From an optimization exercise on the open Yosys and OpenROAD flow, aimed at small area; shortcuts taken in it are not production practice. Function was checked by simulation only, so behaviour that the tests miss may differ from the original. Power figures rest on the tool's default switching activity, not on a simulated workload.

==> try-delta <==
// lh8_sched_port
module lh8_sched_port (
    input  wire        clk,
    input  wire        rst,
    input  wire        tick,         
    input  wire        slot,         
    input  wire [7:0]  q_valid,      
    input  wire [7:0]  q_more,       
    input  wire [7:0]  cls_ok,       
    input  wire [55:0] hd_vlen,      
    input  wire [7:0]  hd_first,     
    input  wire [7:0]  hd_last,      
    input  wire        cfg_we,
    input  wire [1:0]  cfg_addr,     
    input  wire [31:0] cfg_wdata,
    input  wire        rd_en,
    input  wire [3:0]  rd_sel,
    output wire        deq_valid,
    output wire [2:0]  deq_tc,
    output reg         apply_ack,
    output reg         apply_bad,
    output reg  [31:0] rd_data
);
==> module lh8_shaper, before the edit <==
module lh8_shaper #(
    parameter        RST_EN    = 1'b0,
    parameter        RST_UNIT  = 1'b0,
    parameter [4:0]  RST_RQ    = 5'd25,
    parameter [6:0]  RST_RRH   = 7'd0,
    parameter [5:0]  RST_RRL   = 6'd0,
    parameter [15:0] RST_BURST = 16'h0100,
    parameter        NO_EN     = 1'b0,     
    parameter        LOCAL_CHG = 1'b1      
) (
    input  wire        clk,
    input  wire        rst,
    input  wire        tick,
    input  wire        apply,
    input  wire        ld_en,
    input  wire        ld_unit,
    input  wire [4:0]  ld_rq,
    input  wire [6:0]  ld_rrh,
    input  wire [5:0]  ld_rrl,
    input  wire [7:0]  ld_ovh,
    input  wire [15:0] ld_burst,
    input  wire [25:0] ld_tb,        
    input  wire        chg_en,
    input  wire [7:0]  chg_bytes,
    input  wire [25:0] ext_tb,       
    input  wire        ext_und,      
    output wire [25:0] t_out,        
    output wire [16:0] units_out,
    output wire        en,
    output reg         unit,
    output reg  [7:0]  ovh,
    output reg  [25:0] tb,
    output wire        permit
);
    reg        en_r;
    reg [4:0]  rq;
    reg [6:0]  rrh;
    reg [5:0]  rrl;
    reg [15:0] burst;
    reg [6:0]  trh;
    reg [5:0]  trl;
    wire [16:0] units = {burst == 16'd0, burst};
    wire [5:0] sl;
    wire       c6;
    lh8_add #(6) u_rl (.a(trl), .b(rrl & {6{tick}}), .ci(1'b0), .s(sl), .co(c6));
    wire [6:0] h;
    wire       h7;
    lh8_add #(7) u_rh (.a(trh), .b(rrh & {7{tick}}), .ci(c6), .s(h), .co(h7));
    wire [6:0] hp3;
    wire       hp3c;
    lh8_add #(7) u_r3 (.a(h), .b(7'd3), .ci(1'b0), .s(hp3), .co(hp3c));
    wire       c   = h7 | hp3c;               
    wire [6:0] nh  = c ? hp3 : h;
    wire [25:0] s1;
    lh8_add #(26) u_s1 (.a(tb), .b({21'd0, rq & {5{tick}}}), .ci(c), .s(s1), .co());
    wire        ovf = (s1[25:8] == {1'b0, units});
    wire [7:0]  t_l = ovf ? 8'd0 : s1[7:0];
    wire [6:0]  t_rh = ovf ? 7'd0 : nh;
    wire [5:0]  t_rl = ovf ? 6'd0 : sl;
    assign t_out     = {s1[25:8], t_l};
    assign units_out = units;
    wire [25:0] c_tb;
    wire        c_und;
    generate
        if (LOCAL_CHG) begin : g_lc
            lh8_chg u_chg (.t(t_out), .units(units), .b(chg_bytes & {8{chg_en}}),
                           .nt(c_tb), .und(c_und));
        end else begin : g_xc
            assign c_tb  = chg_en ? ext_tb : t_out;
            assign c_und = chg_en && ext_und;
        end
    endgenerate
    wire [25:0] nb  = c_tb;
    wire [6:0]  nrh = c_und ? 7'd0 : t_rh;
    wire [5:0]  nrl = c_und ? 6'd0 : t_rl;
    assign en     = NO_EN ? 1'b0 : en_r;
    assign permit = !en || !tb[25];
    wire [43:0] p_rst = {RST_EN, RST_UNIT, RST_RQ, RST_RRH, RST_RRL, 8'd0, RST_BURST};
    wire [43:0] p_ld  = {ld_en, ld_unit, ld_rq, ld_rrh, ld_rrl, ld_ovh, ld_burst};
    wire [43:0] p_d   = rst ? p_rst : p_ld;
    always @(posedge clk) begin
        if (rst || apply) {en_r, unit, rq, rrh, rrl, ovh, burst} <= p_d;
    end
    wire        load  = rst || apply;
    wire [25:0] tb_ld = rst ? {2'b00, RST_BURST, 8'd0} : ld_tb;
    always @(posedge clk) begin
        tb  <= load ? tb_ld : nb;
        trh <= nrh & {7{!load}};
        trl <= nrl & {6{!load}};
    end
endmodule
clock: 36.0 ns
lec_check: 0
cap_margin: 20
core_margin: 2
core_utilization: 55
cts_cluster_diameter: 100
cts_cluster_size: 22
slew_margin: 20
standard.sh (not shown) runs the stock make flow with config.mk's settings and CLKGATE_MAP_FILE= SYNTH_SCRIPT=/design/flow/synth_recipe.tcl, a recipe that flattens the netlist after the stock synthesis.
==> flow/flow/run.sh <==
#!/bin/bash
# The standard layout (standard.sh: standard synthesis, floorplan, place,
# CTS, route, finish), with one change: the buffer that placement puts on
# each input and output port is the smallest buffer cell, buf_1, instead of
# the cell buffer_ports picks on its own. make's full output goes to
# flow_make.log in this folder; ORFS's per-step logs are under orfs/logs/.
set -euo pipefail
bash standard.sh "BUFFER_PORTS_ARGS=-buffer_cell sky130_fd_sc_hd__buf_1" finish > flow_make.log 2>&1
==> inputs of try-maple, as changes to try-delta <==
--- a/flow/config.mk
+++ b/flow/config.mk
@@ -7,7 +7,7 @@
 export LEC_CHECK = 0
 export CAP_MARGIN = 20
 export CORE_MARGIN = 2
-export CORE_UTILIZATION = 55
+export CORE_UTILIZATION = 50
 export CTS_CLUSTER_DIAMETER = 100
-export CTS_CLUSTER_SIZE = 22
+export CTS_CLUSTER_SIZE = 28
 export SLEW_MARGIN = 20
==> inputs of try-violet, as changes to try-delta <==
--- a/flow/design.v
+++ b/flow/design.v
@@ -121,12 +121,20 @@
     always @(posedge clk) begin
         if (rst || apply) {en_r, unit, rq, rrh, rrl, ovh, burst} <= p_d;
     end
-    wire        load  = rst || apply;
-    wire [25:0] tb_ld = rst ? {2'b00, RST_BURST, 8'd0} : ld_tb;
     always @(posedge clk) begin
-        tb  <= load ? tb_ld : nb;
-        trh <= nrh & {7{!load}};
-        trl <= nrl & {6{!load}};
+        if (rst) begin
+            tb  <= {2'b00, RST_BURST, 8'd0};
+            trh <= 7'd0;
+            trl <= 6'd0;
+        end else if (apply) begin
+            tb  <= ld_tb;
+            trh <= 7'd0;
+            trl <= 6'd0;
+        end else begin
+            tb  <= nb;
+            trh <= nrh;
+            trl <= nrl;
+        end
     end
 endmodule
 module lh8_chg (
==> flow/run.sh (new file) <==
#!/bin/bash
# synth_recipe.tcl (not shown) runs the flow's synth.tcl, then flattens the netlist and writes it again
# the make line also repeats each setting of config.mk as NAME=value (left out here)
make -C /OpenROAD-flow-scripts/flow DESIGN_CONFIG=/design/flow/config.mk WORK_HOME=/design/flow/orfs CLKGATE_MAP_FILE= SYNTH_SCRIPT=/design/flow/synth_recipe.tcl finish
--- a/flow/config.mk
+++ b/flow/config.mk
@@ -7,7 +7,7 @@
 export LEC_CHECK = 0
 export CAP_MARGIN = 20
 export CORE_MARGIN = 2
-export CORE_UTILIZATION = 55
-export CTS_CLUSTER_DIAMETER = 100
-export CTS_CLUSTER_SIZE = 22
+export CORE_UTILIZATION = 50
+export CTS_CLUSTER_DIAMETER = 60
+export CTS_CLUSTER_SIZE = 40
 export SLEW_MARGIN = 20
removed: flow/flow/run.sh
removed: flow/standard.sh
==> summary.txt <==
- Hold Crit Start: g_sh[1].u_sh.trl[0]$_SDFF_PP0_
- Routed wire length on met2: 107000 µm
- Clock slew at the register clock pins of the worst setup and hold paths: 0.07 ns
- Comb group: 0.00132 W
- Result of the run: finished clean
- Post-DP Area: 62800 µm²
- Reg2Reg Launch Point: g_sh[2].u_sh.rrl[0]$_DFFE_PP_
-- figures above: try-violet

==> summary.txt <==
- Result of the run: finished clean
- Comb group: 0.00129 W
- Reg2Reg Launch Point: g_sh[0].u_sh.rrl[0]$_DFFE_PP_
- Post-DP Area: 60000 µm²
- Routed wire length on met2: 97200 µm
-- figures above: try-delta

==> summary.txt <==
- Post-DP Area: 60200 µm²
- Clock slew at the register clock pins of the worst setup and hold paths: 0.11 ns
- Result of the run: finished clean
- Hold Crit Start: g_sh[3].u_sh.trl[0]$_DFF_P_
- Routed wire length on met2: 97300 µm
-- figures above: try-maple

## separate check: timing with driven ports
In the flow no input, the clock included, has a driving cell. The finished layouts below were timed again as built, in two steps.
Step 1, drivers: a clkbuf_16 drives clk and a buf_2 each remaining input, both assumed.
Step 2 also shifts input and output timing later by t, the mid clock arrival at the registers, as if the neighbouring blocks saw the same clock.
a / b / c = ideal ports / drivers / drivers and shift; a / b = the first two.
run | t (ns) | slack for setup (ns) | worst setup path at the end | worst data-port slew with drivers (ns) | pins driven straight from the clock port
try-delta | 0.813 | 4.037 / 4.103 / 3.290 | input to register | 0.18 | 1
try-maple | 0.803 | 4.109 / 4.165 / 3.362 | input to register | 0.09 | 1
try-violet | 0.816 | 4.562 / 4.610 / 3.794 | input to register | 0.17 | 1
After both steps every run listed still meets setup and hold. The setup slack of try-violet, which loses most, moves by +0.048 ns with the drivers and by -0.768 ns with both steps.
